From an optimization exercise on the open Yosys and OpenROAD flow, aimed at small area, a short achievable clock period and few clock cycles per item; shortcuts taken in it are not production practice.
Function was checked by simulation only, so behaviour that the tests miss may differ from the original.

==> flow/design.v, too long to show whole: its modules and the start of the top module <==
// module geo_booth_enc: 14 lines
// module geo_lane_tree: 1902 lines
// module geo_lane_sum: 409 lines
// module geo_col_tree: 1843 lines
// module geo_col_sum: 465 lines
// module geo_pmul: 1275 lines
// module geo_combo: 936 lines
// module geo_div2: 999 lines
// module geo_sub33: 228 lines
// module geo_aff2: 497 lines
// module geo_aff1: 390 lines
// module geo_corr: 246 lines
module geo_corr (
    input  wire         clk,
    input  wire         rst,
    input  wire [31:0]  a0, a1, a2,
    input  wire [31:0]  b0, b1, b2,
    input  wire [31:0]  zofs, zgain,
    input  wire [31:0]  fxmin, fymin, fxmax, fymax,
    input  wire         in_valid,
    output reg          in_ready,
    input  wire [31:0]  in_x, in_y, in_z,
    output reg          out_valid,
    output reg  [31:0]  out_x, out_y, out_z,
    output reg  [2:0]   out_sat,
    output wire         mem_req,
    output wire [12:0]  mem_addr,
    input  wire [95:0]  mem_rdata
);
  // ...
==> flow/run.sh <==
#!/bin/bash
# synth_recipe.tcl (not shown) runs the flow's synth.tcl, then flattens the netlist and writes it again
# the make line also repeats each setting of config.mk as NAME=value (left out here)
make -C /OpenROAD-flow-scripts/flow DESIGN_CONFIG=/design/flow/config.mk WORK_HOME=/design/flow/orfs CLKGATE_MAP_FILE= SYNTH_SCRIPT=/design/flow/synth_recipe.tcl finish
==> flow/config.mk <==
export PLATFORM = sky130hd
export DESIGN_NAME = geo_corr
export DESIGN_NICKNAME = geo_corr
export VERILOG_FILES = /design/flow/design.v
export SDC_FILE = /design/flow/constraint.sdc
export NUM_CORES = 8
export LEC_CHECK = 0
export ABC_AREA = 1
export CAP_MARGIN = 20
export CORE_MARGIN = 2
export CORE_UTILIZATION = 40
export PLACE_DENSITY = 0.6
export SLEW_MARGIN = 20
==> flow/constraint.sdc <==
create_clock -name core_clock -period 22.0 [get_ports {clk}]
set_input_delay 4.4000 -clock core_clock [delete_from_list [all_inputs] [get_ports {clk}]]
set_output_delay 4.4000 -clock core_clock [all_outputs]
set_load 0.01 [all_outputs]
==> results.cfg, run 1 <==
[status]
status = timing/DRC/antenna clean

[worst_setup_path]
rrSetupSlack_ns = 14.85
critPathMaxFanout = 19
crit_buf_inv = 8
max_stage_delay_ns = 0.56

[min_path]
min_delay_worst_endpoint = gd3[29]
hold_depth = 0
hold_class = flip-flop to flip-flop

[cts]
cts_max_level = 5
cts_resized = 0
post_cts_buffers = 0

[yosys]
ys_top_cells_by_area = fa_1, dfxtp_1, xor2_1, ha_1, inv_1
synth_edf_count = 417
netlist_area_um2 = 217000

[grt]
grtUsageTotal_pct = 27.4
grt-ovfl-total = 0

[route]
wl_met1_mm = 300
highest_layer = met5
routed_wl_mm = 766

[floorplanning]
die_w_um = 740
initial_core_util_pct = 40.1

[placement]
port_buffers = 693
pre_cts_slack_ns = 14.88

[timing]
setup_violations = 0

[cells_and_area]
clk_share_pct = 4.41
fin_nets = 28300
Testbench counts, summed over its fixed seeds: cycles 33,568, items 2,048.
==> run 2, diff against run 1 <==
==> flow/flow/run.sh (new file) <==
#!/bin/bash
# Layout: the standard ORFS flow (standard.sh: unchanged synthesis and steps, the design's
# clock and constraints), with two optimisation settings passed to it:
#  - the buffers that buffer_ports puts on every input and output port are
#    sky130_fd_sc_hd__buf_2 instead of the flow's default (a 10 um2 delay buffer);
#  - repair_timing aims for 16 ns of setup slack, so that it shortens the critical paths
#    (the clock period stays the design's).
set -euo pipefail
export BUFFER_PORTS_ARGS="-buffer_cell sky130_fd_sc_hd__buf_2"
export SETUP_SLACK_MARGIN=16
bash standard.sh > standard.log 2>&1
==> flow/standard.sh (new file) <==
#!/bin/bash
# synth_recipe.tcl (not shown) runs the flow's synth.tcl, then flattens the netlist and writes it again
# the make line also repeats each setting of config.mk as NAME=value (left out here)
make -C /OpenROAD-flow-scripts/flow DESIGN_CONFIG=/design/flow/config.mk WORK_HOME=/design/flow/orfs CLKGATE_MAP_FILE= SYNTH_SCRIPT=/design/flow/synth_recipe.tcl "${@:-finish}"
removed: flow/run.sh
==> results.cfg, run 2 <==
[status]
status = timing/DRC/antenna clean

[yosys]
netlist_area_um2 = 217000
synth_edf_count = 417
yosys_warnings = 5
synth.distinct_cells = 72
synthCells = 23800
ys_ff_latch = 2518
yosysTopAreaCell = fa_1
ys_seq_area_share_pct = 25.2
syn_area_per_cell_um2 = 9.13
ys_async_sr_fraction_pct = 0
yosys.area.top_type_share_pct = 25.4
yosysMostFrequentCell = inv_1
synthFlopType = dfxtp_1
syn_nets = 28400
ys_top_cells_by_count = inv_1, xor2_1, fa_1
ys_top_cells_by_area = fa_1, dfxtp_1, xor2_1, ha_1, inv_1

[timing]
min_period_ns = 6.09
setup_violations = 0
slew-limit-headroom_pct = 13.5
final-hold-violation-count = 0
post-route-period-util_pct = 27.7
slew_viol_final = 0
finClkSkew_ns = 0.0932
fmax_ghz = 0.164
tns_ns = 0
worst-slew-pin-transition_ns = 1.30
rsz0062_at_grt = yes

[route]
drt-initial-drc-count = 17800
num_vias = 173000
avgRoutedWirePerCell_um = 24.4
via_per_inst = 5.53
dr_wl_met2_mm = 338
ant_nets = 0
highest_layer = met5
drc = 0
routed_wl_mm = 760
dr_wl_met3_mm = 78.5
wl_met1_mm = 298
dr.pass1.iters = 7

[floorplanning]
die_h_um = 740
initial_core_util_pct = 40.1
core_um2 = 540000
dieArea_um2 = 548000
rows = 270
die_w_um = 740
io_pins = 694

[cells_and_area]
mostFrequentLayoutCell = inv_1
fin_nets = 28400
top_regs = g_lane.lac (192), g_lane.las (192), wy (128)
layout_common_cells = inv_1, xor2_1, fa_1
drive_gt1_share_pct = 8.59
area_growth_pct = 10.3

[cts]
worst_skew_pair.late_latency_ns = 1.03
cts-root-buf = clkbuf_16
clk_pin_slew_ns = 0.05
cts_buffers = 298
cts_max_level = 5
clockBufferDepth = 4
clock-sinks = 2518
cts_tree = done

[worst_setup_path]
path_cells = nand2_4 -> inv_8 -> nor2_4 -> buf_2
critPathKind = flip-flop to output pin
rrSetupSlack_ns = 15.96
slowest_stage = dfxtp_4
crit_buf_inv = 2
crit_family = flip-flops
critPathMaxFanout = 7
endpoint_kind = output pin
max_stage_delay_ns = 0.36
crit_required_ns = 17.60
cp.arrival_ns = 1.69
critPathLaunchType = flip-flop

[grt]
antenna_found_initial = 33
grt_pass1_wl_mm = 1130
grtUsageTotal_pct = 27.1
grt-ovfl-total = 0
first_global_vias = 179000
grt_max_degree = 79

[min_path]
hold_class = flip-flop to flip-flop

[placement]
routabilityCongestion = 0.944
port_buffers = 693
hpwl_mm = 521

[job]
drv_cap = 0
[run 2: cell count changes in the layout (fill, tap and decap cells not counted), sizes merged]
cell / change
clkbuf: -14
bufinv: -2
nor2: +1
buf: +770
bufbuf: +4
nand2: +1
diode: -1
clkinvlp: +8
clkdlybuf4s50: -692
inv: -2
clkinv: -2
[run 2: kinds of logic after synthesis]
| group | share of synthesized area [%] |
|---|---|
| AO/OA/AOI/OAI | 11.3 |
| XOR/XNOR | 12.2 |
| adder cells (fa/ha/maj) | 32.9 |
| buffers and inverters | 10.1 |
| flip-flops | 25.2 |
| multiplexers | 0.0877 |
| AND/OR/NAND/NOR | 8.15 |
[run 2: final timing paths]
check          start           to  depth (start not counted)
min          gd1[21]      gd2[21]                          0
min reg2reg  gd1[21]      gd2[21]                          0
max reg2reg  pm_d[1]     pw_3[32]                         27
max           ma[12]  mem_addr[1]                          4
[run 2: metal layers]
layer	up-vias	GRT usage [%]
met5	-	0.105
met1	84500	34.7
met3	2612	6.93
met2	9759	42.7
li1	75700	-
met4	14	13.3
[run 2: final cells by class]
cell class | count | area, um2
clock buffers | 388 | 8460
inverters | 4280 | 16200
flip-flops and latches | 2518 | 54700
diodes | 23 | 57.6
fillers | 52100 | 301000
multi-input cells | 15500 | 141000
well taps | 7208 | 9020
clock inverters | 153 | 1910
repair buffers | 1152 | 7600
[run 2: through the flow]
stage | worst slack, ns | instance area, um2 | hold WS, ns | util (%) | cells
global placement | 14.59 | 227000 | 0.310 | 42.0 | 30500
floorplan | 16.01 | 217000 | 0.310 | - | 23800
finish | 15.91 | 239000 | 0.280 | 44.3 | 31200
detailed placement | 14.58 | 227000 | 0.312 | 42.0 | 30500
global route | 15.78 | 239000 | 0.298 | 44.3 | 31200
CTS | 15.84 | 238000 | 0.295 | 44.1 | 31200
[run 2: timing repair]
| item | 4_1_cts | 5_1_grt |
|---|---|---|
| buffers inserted | 55 | 19 |
| hold endpoints to repair | 0 | 0 |
| cloned | 7 | 1 |
| pin swaps | 42 | 77 |
| hold buffers | 0 | 0 |
| endpoints found under the setup margin | 182 | 196 |
| resized for setup | 142 | 158 |

re-timing with driven ports:
The results above use ideal ports. As a check the final layouts listed here were re-extracted and re-timed, cells and wires unchanged.
Step 1 sets driving cells, clkbuf_16 on the clock port and buf_2 on the other inputs (assumed; they add their load-dependent delay and slew).
Step 2, shift: input delay + t, output delay - t, t = (earliest + latest rising clock arrival at the registers) / 2. This alone moves slack from input paths to output paths.
a / b / c = ideal ports / drivers / drivers and shift; a / b = the first two.
run	t (ns)	setup WS [ns]	worst setup path at the end
run 1	1.114	14.852 / 14.852 / 14.852	register to register
run 2	1.127	15.911 / 15.767 / 15.684	input to register
After both steps setup and hold are still met in every run listed. The setup slack of run 2, which loses most, moves by -0.144 ns with the drivers and by -0.227 ns with both steps.
